This is an optimization exercise on Yosys and OpenROAD, whose aim is small area, a short achievable clock period and few clock cycles, not a production implementation.
Function was checked by simulation only, so behaviour that the tests miss may differ from the original.
Power figures rest on the tool's default switching activity, not on a simulated workload.

## flow/design.v (module list and top-level ports; edited modules follow where they fit)
// module thm_ff: 1322 lines
module thm_ff (
    input  wire        clk,
    input  wire        rst,
    input  wire        cmd_valid,
    output wire        cmd_ready,
    input  wire [1:0]  cmd_op,
    input  wire [4:0]  cmd_idx,
    input  wire [15:0] cmd_data,
    input  wire [11:0] cmd_half,
    input  wire [7:0]  cmd_w0,
    input  wire [7:0]  cmd_w1,
    input  wire [7:0]  cmd_w2,
    input  wire [7:0]  cmd_w3,
    input  wire [15:0] cmd_gain,
    input  wire [15:0] cmd_dclk,
    input  wire [15:0] cmd_heat,
    input  wire [15:0] cmd_stamp,
    input  wire [1:0]  cmd_dist,
    input  wire        cmd_last,
    output reg         res_valid,
    output wire [15:0] res_q,
    output wire [15:0] res_ff
);
  // ...
==> flow/run.sh <==
#!/bin/bash
# synth_recipe.tcl (not shown) runs the flow's synth.tcl, then flattens the netlist and writes it again
# the make line also repeats each setting of config.mk as NAME=value (left out here)
make -C /OpenROAD-flow-scripts/flow DESIGN_CONFIG=/design/flow/config.mk WORK_HOME=/design/flow/orfs CLKGATE_MAP_FILE= SYNTH_SCRIPT=/design/flow/synth_recipe.tcl finish
==> flow/config.mk <==
export PLATFORM = sky130hd
export DESIGN_NAME = thm_ff
export DESIGN_NICKNAME = thm_ff
export VERILOG_FILES = /design/flow/design.v
export SDC_FILE = /design/flow/constraint.sdc
export NUM_CORES = 4
export LEC_CHECK = 0
export CAP_MARGIN = 20
export CORE_MARGIN = 2
export CORE_UTILIZATION = 40
export PLACE_DENSITY = 0.6
export SLEW_MARGIN = 20
export SYNTH_MEMORY_MAX_BITS = 8192
==> flow/constraint.sdc <==
create_clock -name core_clock -period 12.0 [get_ports {clk}]
set_input_delay 2.4000 -clock core_clock [delete_from_list [all_inputs] [get_ports {clk}]]
set_output_delay 2.4000 -clock core_clock [all_outputs]
set_load 0.01 [all_outputs]
==> reports/metrics.yaml, run 1 <==
overflow: 0
holdPathEnd: "rg[25][14]"
hold_class: "flip-flop to flip-flop"
multi_input_area_mm2: 0.03410
switchingPower_mw: 6.857
arrival_ns: 5.38
final_area_mm2: 0.07724
yosysUniqueCellTypes: 92
p_sw_frac: 0.3812
synth_edf_count: 226
synthTopCellsByCount: "1,204 x dfxtp_1, 601 x nand2_1, 557 x inv_1"
largest_registers: "rg: 512 flops, fq: 42 flops, p_w: 32 flops"
start_util: 0.4021
dieWidth_um: 416.3
status: "no timing/DRC/antenna violations"
cts_setup_buffers: 0
rr_worst_depth: 15
ys_seq_area_frac: 0.4543
synth_mux_area_frac: 0.03384
worstPathRequired_ns: 12.53
cts_max_level: 4
synth_ff_type: "dfxtp_1"
antenna_left: 0
drtPass1Iterations: 6
yosysTopAreaCell: "dfxtp_1"
tightest_slew_ns: 1.108
drtIter0Drc: 3766
postCtsHoldBufs: 0
route.met3.wl_mm: 10.10
grt-busiest-layer: "met2"
powerDensity_mw_per_mm2: 232.9
Testbench counts, summed over its fixed seeds: cycles 57,353.
==> run 2, diff against run 1 <==
--- a/flow/design.v
+++ b/flow/design.v
@@ -1191,79 +1191,80 @@
     localparam F_IDLE = 3'd0, F_SUB = 3'd1, F_MUL1 = 3'd2, F_DEV = 3'd3, F_MUL2 = 3'd4, F_OUT = 3'd5;
     reg  [2:0]  fst;
     reg  [3:0]  fcn;
     reg  [15:0] u_q;                     
     reg  [15:0] u_lo;                    
     reg  signed [16:0] u_mc;             
     reg  signed [18:0] u_acc;
     reg  [17:0] u_m;                     
-    reg         u_mb;                    
+    reg  [18:0] u_ppx;                   
+    reg         u_ppc;                   
     wire [15:0] hq   = fq[0];
     assign f_pop = (fst == F_IDLE) && (fcnt != 2'd0) && !clr && (ph == hq[13:11]);
     wire [15:0] rd_lo = rg[fsl[0]][0];
     wire [15:0] rd_hi = (hq[15:11] == 5'd31) ? rg[3][0] : rg[fsh[0]][1];
-    reg         b_neg, b_two, b_nz;
-    function [2:0] bdec;                  
+    function [19:0] bpp;
         input m1, m0, mb;
+        input [16:0] mc;
+        reg neg, two, nz;
+        reg [18:0] mag;
         begin
-            bdec[2] = m1 & ~(m0 & mb);
-            bdec[1] = (m1 & ~m0 & ~mb) | (~m1 & m0 & mb);
-            bdec[0] = ~((m1 & m0 & mb) | (~m1 & ~m0 & ~mb));
+            neg = m1 & ~(m0 & mb);
+            two = (m1 & ~m0 & ~mb) | (~m1 & m0 & mb);
+            nz  = ~((m1 & m0 & mb) | (~m1 & ~m0 & ~mb));
+            mag = two ? {mc[16], mc, 1'b0} : {mc[16], mc[16], mc};
+            bpp = nz ? {mag ^ {19{neg}}, neg} : 20'd0;
         end
     endfunction
-    wire [18:0] b_mag = b_two ? {u_mc[16], u_mc, 1'b0} : {u_mc[16], u_mc[16], u_mc};
-    wire [18:0] b_pp  = b_nz ? (b_mag ^ {19{b_neg}}) : 19'd0;
-    wire signed [18:0] b_sum = u_acc + b_pp + {18'd0, b_nz & b_neg};
+    wire signed [18:0] b_sum = u_acc + u_ppx + {18'd0, u_ppc};
+    wire [16:0] sub_d = u_mc - {1'b0, u_lo};
     wire [17:0] base  = {2'b0, u_lo} + {u_acc[16:0], u_m[17]};    
+    wire [16:0] dev   = {~base[15], ~base[15], base[14:0]};    
     wire signed [24:0] ffv = {u_acc, u_m[17:12]};                 
     wire signed [25:0] ffr = 26'sd32768 + ffv;
     always @(posedge clk) begin
         res_valid <= 1'b0;
         if (rst_q) begin
             fst <= F_IDLE;
         end else begin
             case (fst)
             F_IDLE: if (f_pop) begin
                 u_q   <= hq;
                 u_lo  <= rd_lo;
                 u_mc  <= {1'b0, rd_hi};
                 u_m   <= {7'd0, hq[10:0]};
-                {b_neg, b_two, b_nz} <= bdec(hq[1], hq[0], 1'b0);
                 fst   <= F_SUB;
             end
             F_SUB: begin
-                u_mc  <= u_mc - {1'b0, u_lo};
+                u_mc  <= sub_d;
+                {u_ppx, u_ppc} <= bpp(u_m[1], u_m[0], 1'b0, sub_d);
                 u_acc <= 19'sd0;
-                u_mb  <= 1'b0;
                 fcn   <= 4'd5;
                 fst   <= F_MUL1;
             end
             F_MUL1: begin
                 u_acc <= b_sum >>> 2;
                 u_m   <= {b_sum[1:0], u_m[17:2]};
-                u_mb  <= u_m[1];
-                {b_neg, b_two, b_nz} <= bdec(u_m[3], u_m[2], u_m[1]);
+                {u_ppx, u_ppc} <= bpp(u_m[3], u_m[2], u_m[1], u_mc);
                 fcn   <= fcn - 4'd1;
                 if (fcn == 4'd0) fst <= F_DEV;
             end
             F_DEV: begin
-                u_mc  <= {~base[15], ~base[15], base[14:0]};        
+                u_mc  <= dev;
+                {u_ppx, u_ppc} <= bpp(gain[1], gain[0], 1'b0, dev);
                 u_acc <= 19'sd0;
                 u_m   <= {2'd0, gain};
-                u_mb  <= 1'b0;
-                {b_neg, b_two, b_nz} <= bdec(gain[1], gain[0], 1'b0);
                 fcn   <= 4'd8;
                 fst   <= F_MUL2;
             end
             F_MUL2: begin
                 u_acc <= b_sum >>> 2;
                 u_m   <= {b_sum[1:0], u_m[17:2]};
-                u_mb  <= u_m[1];
-                {b_neg, b_two, b_nz} <= bdec(u_m[3], u_m[2], u_m[1]);
+                {u_ppx, u_ppc} <= bpp(u_m[3], u_m[2], u_m[1], u_mc);
                 fcn   <= fcn - 4'd1;
                 if (fcn == 4'd0) fst <= F_OUT;
             end
             F_OUT: begin
                 u_mc      <= ffr[25] ? 17'd0 : (ffr[24:16] != 9'd0) ? 17'hFFFF : {1'b0, ffr[15:0]};
                 res_valid <= ~rst;
                 fst       <= F_IDLE;
             end
@@ -1271,52 +1272,76 @@
             endcase
         end
     end
     assign res_q  = u_q;
     assign res_ff = u_mc[15:0];
     reg  [2:0] nseg;
     wire [2:0] nseg_p = nseg - {2'd0, f_pop};
     wire [2:0] nseg_n = nseg_p + {2'd0, take_last};
+    wire dev_ev    = (fst == F_DEV);
+    reg  [2:0] n_dev;
+    reg        g_pend;
+    reg  [2:0] g_cnt;
+    reg  [15:0] gain_nx;
+    wire [2:0] n_dev_o = n_dev - {2'd0, dev_ev};               
+    wire [2:0] n_dev_n = n_dev_o + {2'd0, take_last};
     wire pipe_busy = c_v | pa_v | d1_v | d2_v | d3_v | d4_v | d5_v | d6_v | m1_v | m2_v | m3_v | sh_v | fin_v;
+    wire w_busy    = c_v | pa_v | d1_v | d2_v | d3_v | d4_v | d5_v | d6_v | m1_v | m2_v;
     wire f_rd      = !pipe_busy && fcnt == 2'd0;
-    wire f_gn      = f_rd && fst != F_SUB && fst != F_MUL1;
     assign ftab_go = p_v && !p_cfg && f_rd && ph == p_idx[2:0];
-    wire   cfg_go  = p_v &&  p_cfg && f_gn;
+    wire   cfg_go  = p_v &&  p_cfg && !w_busy && !g_pend;
     wire   p_go    = ftab_go | cfg_go;
     wire   p_v_n   = take_tc | (p_v & ~p_go);
+    wire   g_done  = g_pend && dev_ev && g_cnt == 3'd1;
     wire pipe_busy_n = c_v | pa_v | d1_v | d2_v | d3_v | d4_v | d5_v | d6_v | m1_v | m2_v | m3_v | (sh_v & sh_last);
+    wire w_busy_n    = c_v | pa_v | d1_v | d2_v | d3_v | d4_v | d5_v | d6_v | m1_v;
     wire [1:0] fcnt_n = fcnt + {1'd0, fin_v} - {1'd0, f_pop};
-    wire f_rd_n    = !pipe_busy_n && fcnt_n == 2'd0;
-    wire f_gn_n    = f_rd_n && !f_pop && fst != F_SUB && !(fst == F_MUL1 && fcn != 4'd0);
+    wire f_rd_n    = !pipe_busy_n && fcnt == 2'd0 && !fin_v;
+    wire f_gn_n    = !w_busy_n && !(g_pend && !g_done);
     wire [2:0] ph_n  = ph + 3'd1;
     wire go_p      = p_cfg ? f_gn_n : (f_rd_n && ph_n == p_idx[2:0]);
-    wire rn_keep   = (~p_v | p_go | go_p) & (nseg_p < FQ);        
-    wire rn_last   = (~p_v | p_go | go_p) & (nseg_p < FQ - 1);    
-    wire rn_cfg    = f_gn_n & (nseg_p < FQ);                      
-    wire rn_ftab   = f_rd_n & (nseg_p < FQ);                      
+    wire rn_keep   = (~p_v | p_go | go_p) & (nseg < FQ);          
+    wire rn_last   = (~p_v | p_go | go_p) & (nseg < FQ - 1);      
+    wire rn_cfg    = f_gn_n & (nseg < FQ);                        
+    wire rn_ftab   = f_rd_n & (nseg < FQ);                        
     wire rdy_n     = ~rst & (!take ? rn_keep :
                              cmd_op[1] ? (cmd_last ? rn_last : rn_keep) :
                              cmd_op[0] ? rn_cfg : (rn_ftab & (ph_n == cmd_idx[2:0])));
     always @(posedge clk) begin
         if (rst_q) begin
             nseg  <= 3'd0;
+            n_dev <= 3'd0;
+            g_pend <= 1'b0;
             p_v   <= 1'b0;
             rdy   <= ~rst;
             half  <= 12'd1;
             half3 <= 14'd3;
             w0 <= 8'd0; w1 <= 8'd0; w2 <= 8'd0; w3 <= 8'd0;
             gain <= 16'd0;
         end else begin
             nseg <= nseg_n;
             p_v  <= p_v_n;
             rdy  <= rdy_n;
+            n_dev <= n_dev_n;
             if (cfg_go) begin
                 if (p_half != 12'd0 && p_half <= 12'd2048) begin
                     half  <= p_half;
                     half3 <= {2'd0, p_half} + {1'b0, p_half, 1'b0};
                 end
                 w0 <= p_w[7:0]; w1 <= p_w[15:8]; w2 <= p_w[23:16]; w3 <= p_w[31:24];
-                gain <= p_gain;
+                if (n_dev_o == 3'd0) begin
+                    gain <= p_gain;
+                end else begin
+                    gain_nx <= p_gain;
+                    g_pend  <= 1'b1;
+                    g_cnt   <= n_dev_o;
+                end
+            end else if (g_pend && dev_ev) begin
+                g_cnt <= g_cnt - 3'd1;
+                if (g_cnt == 3'd1) begin
+                    gain   <= gain_nx;
+                    g_pend <= 1'b0;
+                end
             end
         end
     end
 endmodule
==> flow/flow/run.sh (new file) <==
#!/bin/bash
# The standard layout (the standard.sh: standard synthesis, floorplan,
# placement, CTS, routing) with a larger setup slack margin for ORFS's timing
# repair, so that repair_timing sizes and buffers the design towards a
# shorter period than the 12 ns clock asks for. The SDC is not changed.
set -euo pipefail
MARGIN=$(cat flow/margin.txt)
bash standard.sh SETUP_SLACK_MARGIN=$MARGIN finish > standard.log 2>&1
==> flow/flow/margin.txt (new file) <==
8.0
==> flow/standard.sh (new file) <==
#!/bin/bash
# synth_recipe.tcl (not shown) runs the flow's synth.tcl, then flattens the netlist and writes it again
# the make line also repeats each setting of config.mk as NAME=value (left out here)
make -C /OpenROAD-flow-scripts/flow DESIGN_CONFIG=/design/flow/config.mk WORK_HOME=/design/flow/orfs CLKGATE_MAP_FILE= SYNTH_SCRIPT=/design/flow/synth_recipe.tcl "${@:-finish}"
removed: flow/run.sh
==> reports/metrics.yaml, run 2 <==
yosysTopAreaCell: "dfxtp_1"  # unchanged
synth_nets: 7824  # was 7,510
rr_worst_depth: 11  # was 15
finalSetupViolCount: 0  # unchanged
final_cell_mix: "1,201 x dfxtp_1, 591 x inv_1, 579 x nand2_1"  # was 1,197 x dfxtp_1, 601 x nand2_1, 557 x inv_1
synth_ff_type: "dfxtp_1"  # unchanged
track_usage: 0.2134  # was 0.2061
vias: 50580  # was 48,060
min_period_ns: 3.961  # was 4.853 ns
synth_top_area_frac: 0.3420  # was 0.3545
worstHoldStart: "d4_x[7]"  # was rg[26][14]
antenna_left: 0  # unchanged
synthSimpleGateAreaFrac: 0.1336  # was 0.1372
postCtsHoldBufs: 0  # unchanged
synth_mux_area_frac: 0.02932  # was 0.03384
criticalPathCategory: "flip-flop to flip-flop"  # unchanged
syn-cell-area_mm2: 0.07070  # was 0.06799 mm²
finClkSkew_ns: 0.03982  # was 0.05222 ns
clkPwrFrac: 0.272  # was 0.263
cts_max_level: 4  # unchanged
rr_endpoint: "d6_t[6]"  # was u_acc[17]
fp.coreArea_mm2: 0.1759  # was 0.1691 mm²
grt_pass1_wl_mm: 299.6  # was 279.0 mm
synthTopCellsByArea: "dfxtp_1 34%, edfxtp_1 11%, fa_1 9.7%"  # was dfxtp_1 35%, fa_1 10%, edfxtp_1 10%
total_leakage_power_nw: 33.33  # was 32.43 nW
critPathCaptureType: "flip-flop"  # unchanged
maxCapViolCount: 0  # unchanged
grt_max_degree: 76  # unchanged
powerDensity_mw_per_mm2: 222.9  # was 232.9 mW/mm²
overflow: 0  # unchanged
fmax_mhz: 252.5  # was 206.1 MHz
final_cell_count_no_fill: 9538  # was 9,097
top_register: "rg"  # unchanged
antenna_found_initial: 6  # was 2
path_clk_slew_ns: 0.06  # was 0.07 ns
maxSlewViolCount: 0  # unchanged
yosys_warnings: 5  # unchanged
cts_tree: "yes"  # unchanged
cts_inserted_buffers: 157  # was 153
final_common_cell: "dfxtp_1"  # unchanged
internal_power_mw: 11.23  # was 11.13 mW
combPwrFrac: 0.391  # was 0.407
power_mw: 17.94  # was 17.99 mW
hold_class: "flip-flop to flip-flop"  # unchanged
die-area_mm2: 0.1801  # was 0.1733 mm²
synth_compound_area_frac: 0.1334  # was 0.1246
worstPathRequired_ns: 12.62  # was 12.53 ns
clockRootBuffer: "clkbuf_16"  # unchanged
slew_headroom: 0.2370  # was 0.2610
largest_registers: "rg: 512 flops, fq: 42 flops, p_w: 32 flops"  # unchanged
wl_mm: 192.8  # was 178.9 mm
clock_latency_ns: 0.80  # about the same
fin_tns_setup_ns: 0  # unchanged
crit_fanout: 21  # was 20
arrival_ns: 4.58  # was 5.38 ns
whs_path_depth: 0  # unchanged
start_kind: "flip-flop"  # unchanged
fillCellCount: 16270  # was 15,810
cts_sinks: 1470  # was 1,430
grt_pass1_vias: 51160  # was 48,470
nets: 7974  # was 7,653
postSynthAreaPerCell_um2: 10.22  # was 10.29 µm²
area_delta_synth_final_pct: 13.85  # was 13.60%
holdPathEnd: "d5_x[9]"  # was rg[25][14]
final_layout_size_suffix_gt1_frac: 0.07462  # was 0.06354
synthArstFlopShare: 0  # unchanged
rsz0062_at_grt: "false"  # unchanged
dp_hpwl_mm: 138.7  # was 129.9 mm
p_sw_frac: 0.3742  # was 0.3812
start_util: 0.4019  # was 0.4021
whs_ns: 0.3034  # was 0.3010 ns
tightest_slew_ns: 1.145  # was 1.108 ns
final_hold_viol_count: 0  # unchanged
synthTopCellsByCount: "1,208 x dfxtp_1, 594 x inv_1, 582 x nand2_1"  # was 1,204 x dfxtp_1, 601 x nand2_1, 557 x inv_1
drtIter0Drc: 4249  # was 3,766
clock_path_buffers: 3  # unchanged
viasPerCell: 5.303  # was 5.283
io_pins: 171  # unchanged
avgRoutedWirePerCell_um: 20.21  # was 19.67 µm
vdd_ir_drop_max_mv: 0.1304  # was 0.2013 mV
drtPass1Iterations: 7  # was 6
die_h_um: 424.4  # was 416.3 µm
ys_seq_area_frac: 0.4533  # was 0.4543
synth_xor_area_frac: 0.02862  # was 0.02666
status: "no timing/DRC/antenna violations"  # unchanged
row_count: 154  # was 151
seqPwrFrac: 0.336  # was 0.331
drc_errors: 0  # unchanged
synth_most_common_cell: "dfxtp_1"  # unchanged
regToRegSetupSlack_ns: 8.04  # was 7.15 ns
place.gp.congestion: 1.007  # was 0.9673
switchingPower_mw: 6.713  # was 6.857 mW
timing.final.crit_share: 0.3301  # was 0.4044
dp_cells: 9216  # was 8,815
rr_startpoint: "d5_x[1]"  # was b_neg
synthAdderAreaFrac: 0.1727  # was 0.1781
netlist_instances: 6916  # was 6,609
synth_edf_count: 262  # was 226
port_buffers: 170  # unchanged
largest_reg_flops: 512  # unchanged
yosysUniqueCellTypes: 103  # was 92
synth_seq_cells: 1470  # was 1,430
dieWidth_um: 424.4  # was 416.3 µm
synth_top_family_by_area: "adder cells"  # unchanged
-- run 2: changes by cell type after synthesis, moves of 22 or more --
| cell | change |
|---|---|
| inv_1 | +37 |
| a31oi_1 | -22 |
| mux2i_1 | -22 |
| a22oi_1 | +32 |
| o21ai_1 | +53 |
| edfxtp_1 | +36 |
| nor2_1 | +90 |
| nand3_1 | -26 |
| o21ai_0 | -25 |
| a211oi_1 | +23 |
| nor3_1 | +28 |
-- run 2: timing repair --
action,4_1_cts,5_1_grt
pin swaps,1,7
setup endpoints to repair,70,49
gates cloned,0,2
setup buffers,21,7
gates resized for setup,56,16
-- run 2: logic make-up after synthesis --
kind of cell | Yosys count
AO/OA/AOI/OAI | 1461
XOR/XNOR | 231
adder cells (fa/ha/maj) | 771
buffers and inverters | 899
flip-flops | 1470
multiplexers | 143
AND/OR/NAND/NOR | 1941
-- run 2: critical path, stage by stage, from the launching register on --
cell	delay, ns
dfxtp_1	0.30
buf_4	0.30
inv_1	0.44
ha_1	0.66
or2_2	0.39
o21ai_0	0.40
a221oi_1	0.42
a211oi_1	0.11
a21oi_1	0.18
mux2i_1	0.09
o211ai_1	0.34
o21ai_0	0.16
-- run 2: layer usage --
layer  global-route usage  up-vias  share of wire  wire [µm]
li1                     -    24060              -          -
met1               0.2927    24770           0.45      87470
met2               0.3372     1392           0.45      86850
met3              0.03308      358          0.056      10830
met4              0.08505        2          0.039       7595
met5                    0        -       0.000057         11
-- run 2: power by group through the flow --
stage	registers (mW)	logic (mW)	clock network, mW
6_report	6.04	7.02	4.88
5_1_grt	6.10	7.95	5.21
4_1_cts	6.03	6.98	5.02
3_5_place_dp	6.14	6.92	0
3_3_place_gp	6.14	6.83	0
2_1_floorplan	5.87	5.20	0
-- run 2: area by class of cell --
class,instances,area (µm²),share of cell area
multi-input combinational,4549,35380,0.4396
sequential,1470,32070,0.3984
clock buffer,209,4461,0.05541
tap,2340,2928,0.03637
timing repair buffer,280,2534,0.03148
inverter,608,2286,0.02840
clock inverter,80,828.3,0.01029
antenna,2,5.005,0.00006218
-- run 2: metrics by stage --
stage / area, µm² / util / worst slack (ns)
5_1_grt: 80490 / 0.4576 / 8.015
3_5_place_dp: 74860 / 0.4255 / 7.439
4_1_cts: 80310 / 0.4565 / 7.878
2_1_floorplan: 70700 / - / 8.127
3_3_place_gp: 74840 / 0.4254 / 7.457
6_report: 80490 / 0.4576 / 8.039
-- run 2: worst max-delay path by stage --
stage                       start         to  slack, ns  cells after the start
final                     d5_x[1]    d6_t[6]       8.04                     11
after detailed placement      rst    nseg[2]       7.44                      9
after floorplan               rst    nseg[2]       8.13                      8
after global placement        rst    nseg[2]       7.46                      9
after CTS                     rdy  cmd_ready       7.88                      1
after global routing       fst[1]   gain[11]       8.01                     11
Testbench counts of run 2, summed over its fixed seeds: cycles 56,265.
==> run 3, diff against run 2 <==
--- a/flow/config.mk
+++ b/flow/config.mk
@@ -8,6 +8,6 @@
 export CAP_MARGIN = 20
 export CORE_MARGIN = 2
-export CORE_UTILIZATION = 40
-export PLACE_DENSITY = 0.6
+export CORE_UTILIZATION = 60
+export PLACE_DENSITY = 0.75
 export SLEW_MARGIN = 20
 export SYNTH_MEMORY_MAX_BITS = 8192
==> reports/metrics.yaml, run 3 <==
status: "no timing/DRC/antenna violations"  # unchanged
total_leakage_power_nw: 33.18  # was 33.33 nW
vias: 51470  # was 50,580
clkPwrFrac: 0.266  # was 0.272
grt_pass1_wl_mm: 295.4  # was 299.6 mm
cts_tree: "yes"  # unchanged
synth_top_area_frac: 0.3420  # unchanged
switchingPower_mw: 6.782  # was 6.713 mW
final_layout_size_suffix_gt1_frac: 0.07046  # was 0.07462
crit_path_cell_trace: "dlygate4sd2_1"  # was buf_4 > inv_1 > ha_1 > or2_2 > o21ai_0 > a221oi_1 > a211oi_1 > a21oi_1 > mux2i_1 > o211ai_1 > o21ai_0
synth_most_common_cell: "dfxtp_1"  # unchanged
avgRoutedWirePerCell_um: 21.74  # was 20.21 µm
cp_slowest_cell: "edfxtp_1"  # was ha_1
io_pins: 171  # unchanged
nets: 7950  # was 7,974
worstPathRequired_ns: 9.60  # was 12.62 ns
largest_registers: "rg: 512 flops, fq: 42 flops, p_w: 32 flops"  # unchanged
dieWidth_um: 347.3  # was 424.4 µm
netlist_instances: 6916  # unchanged
dp_cells: 8392  # was 9,216
grt_pass1_vias: 51930  # was 51,160
yosysTopAreaCell: "dfxtp_1"  # unchanged
finClkSkew_ns: 0.06805  # was 0.03982 ns
min_period_ns: 3.961  # about the same
clock_latency_ns: 0.82  # was 0.80 ns
timing.final.crit_share: 0.3301  # about the same
worst-path-buf-inv: 1  # was 2
synthArstFlopShare: 0  # unchanged
slowest_delay_ns: 0.43  # was 0.66 ns
finalSetupViolCount: 0  # unchanged
path_clk_slew_ns: 0.07  # was 0.06 ns
row_count: 125  # was 154
dp_hpwl_mm: 133.6  # was 138.7 mm
syn-cell-area_mm2: 0.07070  # unchanged
internal_power_mw: 11.09  # was 11.23 mW
powerDensity_mw_per_mm2: 225.5  # was 222.9 mW/mm²
start_util: 0.6068  # was 0.4019
final_hold_viol_count: 0  # unchanged
maxSlewViolCount: 0  # unchanged
ys_seq_area_frac: 0.4533  # unchanged
fp.coreArea_mm2: 0.1165  # was 0.1759 mm²
cp_top_family: "flip-flops"  # was compound AO/OA/AOI/OAI gates
final_cell_count_no_fill: 8697  # was 9,538
cts_max_level: 4  # unchanged
hold_class: "flip-flop to flip-flop"  # unchanged
drtPass1Iterations: 6  # was 7
largest_reg_flops: 512  # unchanged
synth_seq_cells: 1470  # unchanged
final_cell_mix: "1,201 x dfxtp_1, 593 x inv_1, 580 x nand2_1"  # was 1,201 x dfxtp_1, 591 x inv_1, 579 x nand2_1
fillCellCount: 8857  # was 16,270
viasPerCell: 5.918  # was 5.303
seqPwrFrac: 0.340  # was 0.336
overflow: 0  # unchanged
clockRootBuffer: "clkbuf_16"  # unchanged
postSynthAreaPerCell_um2: 10.22  # unchanged
top_register: "rg"  # unchanged
rsz0062_at_grt: "false"  # unchanged
antenna_found_initial: 10  # was 6
critPathCaptureType: "output port"  # was flip-flop
synth_ff_type: "dfxtp_1"  # unchanged
slew_headroom: 0.2259  # was 0.2370
p_sw_frac: 0.3795  # was 0.3742
yosys_warnings: 5  # unchanged
vdd_ir_drop_max_mv: 0.1674  # was 0.1304 mV
track_usage: 0.3147  # was 0.2134
final_common_cell: "dfxtp_1"  # unchanged
tightest_slew_ns: 1.157  # was 1.145 ns
fin_tns_setup_ns: 0  # unchanged
cts_sinks: 1470  # unchanged
antenna_left: 0  # unchanged
drtIter0Drc: 5233  # was 4,249
place.gp.congestion: 1.008  # was 1.007
arrival_ns: 1.56  # was 4.58 ns
synth_nets: 7824  # unchanged
wl_mm: 189.1  # was 192.8 mm
die-area_mm2: 0.1206  # was 0.1801 mm²
synth_edf_count: 262  # unchanged
criticalPathCategory: "flip-flop to output port"  # was flip-flop to flip-flop
clock_path_buffers: 3  # unchanged
grt_max_degree: 71  # was 76
start_kind: "flip-flop"  # unchanged
synthTopCellsByCount: "1,208 x dfxtp_1, 594 x inv_1, 582 x nand2_1"  # unchanged
port_buffers: 170  # unchanged
combPwrFrac: 0.394  # was 0.391
die_h_um: 347.3  # was 424.4 µm
seq_area_mm2: 0.03207  # about the same
multi_input_area_mm2: 0.03539  # was 0.03538 mm²
area_delta_synth_final_pct: 12.09  # was 13.85%
drc_errors: 0  # unchanged
yosysUniqueCellTypes: 103  # unchanged
cts_inserted_buffers: 148  # was 157
crit_fanout: 2  # was 21
synthTopCellsByArea: "dfxtp_1 34%, edfxtp_1 11%, fa_1 9.7%"  # unchanged
fmax_mhz: 252.5  # about the same
maxCapViolCount: 0  # unchanged
==> run 3: cell counts after synthesis <==
No cell type changed its count.
==> run 3: path summary, 6_finish.rpt <==
kind | startpoint | endpoint | slack [ns] | depth (start not counted)
worst max-delay path | u_mc[14] | res_ff[14] | 8.04 | 1
worst min-delay path | d5_x[9] | d6_e[3] | 0.29 | 0
worst max register to register | d5_x[0] | d6_t[6] | 8.11 | 10
worst min register to register | d5_x[9] | d6_e[3] | 0.29 | 0
==> run 3: kinds of logic (layout without fill, tap and decap cells) <==
logic type | count (synthesis) | after routing | synth area share
and+or+nand+nor | 1941 | 1941 | 0.1336
DFF | 1470 | 1470 | 0.4533
AOI/OAI and AO/OA | 1461 | 1463 | 0.1334
buffers and inverters | 899 | 1148 | 0.04906
adders and majority gates | 771 | 771 | 0.1727
xor gates and xnor gates | 231 | 231 | 0.02862
muxes | 143 | 143 | 0.02932
other | 0 | 6 | 0
==> run 3: area by class of cell <==
type | instances | area share
clock inverters | 71 | 0.01141
diodes | 6 | 0.0001895
repair buffers | 265 | 0.03061
well taps | 1524 | 0.02406
inverters | 608 | 0.02885
flip-flops and latches | 1470 | 0.4046
multi-input cells | 4549 | 0.4466
clock buffers | 204 | 0.05365
==> run 3: what timing repair did <==
action,4_1_cts,5_1_grt
pin swaps,1,11
gates cloned,1,1
endpoints found under the setup margin,44,65
gates resized for setup,52,18
hold buffers,0,0
hold endpoints to repair,0,0
buffers inserted,16,5
==> run 3: power groups by stage <==
stage,logic [mW],clock network [mW],registers [mW]
detailed placement,6.83,0,6.18
floorplan,5.20,0,5.87
CTS,6.92,4.83,6.07
global route,7.91,5.04,6.13
finish,7.04,4.75,6.08
global placement,6.68,0,6.17
==> run 3: per-stage QoR <==
step           total power [mW]  instance area, µm²    util  hold slack [ns]  setup slack (ns)
5_1_grt                   19.07               79230  0.6800           0.2933             7.993
3_3_place_gp              12.86               73760  0.6330           0.3098             7.357
6_report                  17.87               79250  0.6801           0.2918             8.039
4_1_cts                   17.82               79040  0.6783           0.2885             8.002
3_5_place_dp              13.01               73770  0.6331           0.3120             7.344
2_1_floorplan             11.07               70700       -           0.3096             8.127
==> run 3: per-layer routing <==
| metal | vias up | share of wire | global-route usage |
|---|---|---|---|
| met4 | 8 | 0.046 | 0.1442 |
| met1 | 24870 | 0.42 | 0.4152 |
| li1 | 23960 | - | - |
| met3 | 514 | 0.084 | 0.06413 |
| met2 | 2110 | 0.45 | 0.5007 |
| met5 | - | 0.00025 | 0 |
==> run 4, diff against run 3 <==
==> flow/run.sh (new file) <==
#!/bin/bash
# synth_recipe.tcl (not shown) runs the flow's synth.tcl, then flattens the netlist and writes it again
# the make line also repeats each setting of config.mk as NAME=value (left out here)
make -C /OpenROAD-flow-scripts/flow DESIGN_CONFIG=/design/flow/config.mk WORK_HOME=/design/flow/orfs CLKGATE_MAP_FILE= SYNTH_SCRIPT=/design/flow/synth_recipe.tcl finish
--- a/flow/config.mk
+++ b/flow/config.mk
@@ -8,6 +8,6 @@
 export CAP_MARGIN = 20
 export CORE_MARGIN = 2
-export CORE_UTILIZATION = 60
-export PLACE_DENSITY = 0.75
+export CORE_UTILIZATION = 40
+export PLACE_DENSITY = 0.6
 export SLEW_MARGIN = 20
 export SYNTH_MEMORY_MAX_BITS = 8192
removed: flow/flow/run.sh
removed: flow/flow/margin.txt
removed: flow/standard.sh
==> reports/metrics.yaml, run 4 <==
final_cell_mix: "1,201 x dfxtp_1, 593 x inv_1, 581 x nand2_1"  # was 1,201 x dfxtp_1, 593 x inv_1, 580 x nand2_1
tightest_slew_ns: 1.206  # was 1.157 ns
netlist_instances: 6916  # unchanged
clockRootBuffer: "clkbuf_16"  # unchanged
worst-path-buf-inv: 1  # unchanged
powerDensity_mw_per_mm2: 226.3  # was 225.5 mW/mm²
synth_most_common_cell: "dfxtp_1"  # unchanged
antenna_found_initial: 5  # was 10
largest_reg_flops: 512  # unchanged
synth_xor_area_frac: 0.02862  # unchanged
nets: 7944  # was 7,950
top_register: "rg"  # unchanged
drtPass1Iterations: 5  # was 6
synthTopCellsByArea: "dfxtp_1 34%, edfxtp_1 11%, fa_1 9.7%"  # unchanged
arrival_ns: 2.01  # was 1.56 ns
dp_hpwl_mm: 141.1  # was 133.6 mm
seq_area_mm2: 0.03207  # about the same
grt_pass1_wl_mm: 300.4  # was 295.4 mm
worstHoldStart: "rg[21][1]"  # was d5_x[9]
fmax_mhz: 226.5  # was 252.5 MHz
p_sw_frac: 0.3749  # was 0.3795
whs_path_depth: 0  # unchanged
area_delta_synth_final_pct: 13.76  # was 12.09%
row_count: 154  # was 125
clock_path_buffers: 3  # unchanged
avgRoutedWirePerCell_um: 20.44  # was 21.74 µm
fp.coreArea_mm2: 0.1759  # was 0.1165 mm²
postSynthAreaPerCell_um2: 10.22  # unchanged
synth_ff_type: "dfxtp_1"  # unchanged
rr_worst_depth: 12  # was 10
cp_top_family: "buffers and inverters"  # was flip-flops
synth_edf_count: 262  # unchanged
drc_errors: 0  # unchanged
synthTopCellsByCount: "1,208 x dfxtp_1, 594 x inv_1, 582 x nand2_1"  # unchanged
cts_tree: "yes"  # unchanged
postCtsHoldBufs: 0  # unchanged
synth_top_family_by_area: "adder cells"  # unchanged
rr_startpoint: "d5_x[0]"  # unchanged
ys_seq_area_frac: 0.4533  # unchanged
finalSetupViolCount: 0  # unchanged
largest_registers: "rg: 512 flops, fq: 42 flops, p_w: 32 flops"  # unchanged
regToRegSetupSlack_ns: 7.59  # was 8.11 ns
final_hold_viol_count: 0  # unchanged
viasPerCell: 5.308  # was 5.918
combPwrFrac: 0.390  # was 0.394
final_cell_count_no_fill: 9511  # was 8,697
timing.final.crit_share: 0.3679  # was 0.3301
maxSlewViolCount: 0  # unchanged
track_usage: 0.2145  # was 0.3147
crit_path_cell_trace: "clkdlybuf4s50_1"  # was dlygate4sd2_1
worstPathRequired_ns: 9.60  # about the same
rsz0062_at_grt: "false"  # unchanged
yosys_warnings: 5  # unchanged
yosysTopAreaCell: "dfxtp_1"  # unchanged
start_util: 0.4019  # was 0.6068
grt_pass1_vias: 50480  # was 51,930
synthArstFlopShare: 0  # unchanged
final_common_cell: "dfxtp_1"  # unchanged
synth_mux_area_frac: 0.02932  # unchanged
port_buffers: 170  # unchanged
synth_seq_cells: 1470  # unchanged
min_period_ns: 4.415  # was 3.961 ns
yosysUniqueCellTypes: 103  # unchanged
antenna_left: 0  # unchanged
synthSimpleGateAreaFrac: 0.1336  # unchanged
dieWidth_um: 424.4  # was 347.3 µm
path_clk_slew_ns: 0.07  # about the same
cts_resized: 0  # was 52
cts_inserted_buffers: 157  # was 148
place.gp.congestion: 0.9932  # was 1.008
critPathCaptureType: "output port"  # unchanged
die-area_mm2: 0.1801  # was 0.1206 mm²
drtIter0Drc: 4132  # was 5,233
wl_mm: 194.4  # was 189.1 mm
total_leakage_power_nw: 33.23  # was 33.18 nW
synthAdderAreaFrac: 0.1727  # unchanged
cts_sinks: 1470  # unchanged
fillCellCount: 16320  # was 8,857
overflow: 0  # unchanged
criticalPathCategory: "flip-flop to output port"  # unchanged
synth_top_area_frac: 0.3420  # unchanged
die_h_um: 424.4  # was 347.3 µm
maxCapViolCount: 0  # unchanged
fin_tns_setup_ns: 0  # unchanged
synth_nets: 7824  # unchanged
clkPwrFrac: 0.278  # was 0.266
vias: 50490  # was 51,470
slew_headroom: 0.1962  # was 0.2259
syn-cell-area_mm2: 0.07070  # unchanged
slowest_delay_ns: 0.67  # was 0.43 ns
multi_input_area_mm2: 0.03528  # was 0.03539 mm²
seqPwrFrac: 0.332  # was 0.340
cp_num_cells: 1  # unchanged
cts_max_level: 4  # unchanged
status: "no timing/DRC/antenna violations"  # unchanged
cp_slowest_cell: "clkdlybuf4s50_1"  # was edfxtp_1
crit_fanout: 6  # was 2
holdPathEnd: "rg[20][1]"  # was d6_e[3]
io_pins: 171  # unchanged
start_kind: "flip-flop"  # unchanged
final_layout_size_suffix_gt1_frac: 0.06739  # was 0.07046
vdd_ir_drop_max_mv: 0.1693  # was 0.1674 mV
synth_compound_area_frac: 0.1334  # unchanged
switchingPower_mw: 6.824  # was 6.782 mW
cts_setup_buffers: 0  # was 16
hold_class: "flip-flop to flip-flop"  # unchanged
dp_cells: 9214  # was 8,392
internal_power_mw: 11.38  # was 11.09 mW
clock_latency_ns: 0.80  # was 0.82 ns
finClkSkew_ns: 0.04123  # was 0.06805 ns
rr_endpoint: "d6_t[4]"  # was d6_t[6]
grt_max_degree: 70  # was 71
## run 4: cell types whose count changed in the layout (fill, tap and decap cells not counted), sizes merged, moves of 2 or more
cell           delta
clkbuf           +14
clkinv            -7
clkdlybuf4s50    +34
bufinv            +6
dlygate4sd2      -22
diode             -2
clkdlybuf4s15    -11
inv               +5
clkinvlp          -3
buf              -14
## run 4: how the worst max path moves through the flow
| stage | end | from | slack (ns) |
|---|---|---|---|
| after global routing | gain[8] | fst[1] | 7.25 |
| after detailed placement | gain[15] | fst[1] | 7.41 |
| after CTS | gain[8] | fst[1] | 7.39 |
| after global placement | nseg[2] | rst | 7.49 |
| after floorplan | cmd_ready | rdy | 7.45 |
| final | res_ff[1] | u_mc[1] | 7.59 |
## run 4: kinds of logic after synthesis
logic type               Yosys count
AO/OA/AOI/OAI                   1461
multiplexers                     143
buffers and inverters            899
AND/OR/NAND/NOR                 1941
XOR/XNOR                         231
flip-flops                      1470
adder cells (fa/ha/maj)          771
## run 4: area by class of cell
type	instances	share of cell area
clock buffer	218	0.05694
timing repair buffer	252	0.02900
tap	2340	0.03640
sequential	1470	0.3987
inverter	608	0.02838
multi-input combinational	4547	0.4386
clock inverter	72	0.01182
antenna	4	0.0001245
## run 4: power groups by stage
stage / Sequential, mW / Clock, mW / Combinational [mW]
2_1_floorplan: 5.87 / 0 / 5.20
3_3_place_gp: 6.15 / 0 / 6.88
3_5_place_dp: 6.15 / 0 / 6.95
4_1_cts: 6.05 / 5.19 / 7.02
5_1_grt: 6.11 / 5.39 / 8.00
6_report: 6.05 / 5.07 / 7.09
## run 4: routing by layer
layer / part of all wire / GRT usage / vias to the layer above
met2: 0.45 / 0.3396 / 1427
met1: 0.46 / 0.2942 / 24750
met3: 0.054 / 0.03262 / 376
met5: 0 / 0 / -
li1: - / - / 23930
met4: 0.039 / 0.08541 / 0
## run 4: stage by stage
stage               hold WS (ns)  cell area, µm²  setup slack (ns)  power (mW)    util
CTS                       0.2886           80360             7.391       18.26  0.4568
detailed placement        0.3118           74830             7.413       13.11  0.4254
floorplan                 0.3096           70700             7.455       11.07       -
global route              0.2955           80420             7.253       19.50  0.4572
global placement          0.3097           74830             7.490       13.03  0.4254
finish                    0.2919           80430             7.585       18.20  0.4572

==> afterwards: timing with drivers on the ports <==
No port has a modelled driver above. Below, the same layouts with a new extraction and two added sets of constraints. Step 1 assumes that a clkbuf_16 drives the clock port and a buf_2 every other input. Step 2, shift: input delay + t, output delay - t, t = (earliest + latest rising clock arrival at the registers) / 2. This alone moves slack from input paths to output paths. Three values: ideal ports, drivers, drivers and shift; two values: the first two.
run | t (ns) | setup WS [ns] | worst setup path after step 2 | clock arrival spread, ns
run 1 | 0.851 | 7.147 / 7.147 / 7.147 | register to register | 0.060 / 0.060
run 2 | 0.863 | 8.039 / 7.976 / 7.452 | input to register | 0.043 / 0.042
run 3 | 0.863 | 8.039 / 7.962 / 7.315 | input to register | 0.070 / 0.071
run 4 | 0.861 | 7.585 / 7.503 / 7.453 | input to register | 0.044 / 0.044
After both steps every run listed still meets setup and hold. For run 3, which loses most, drivers alone change the setup slack by -0.077 ns; drivers and shift together by -0.724 ns.
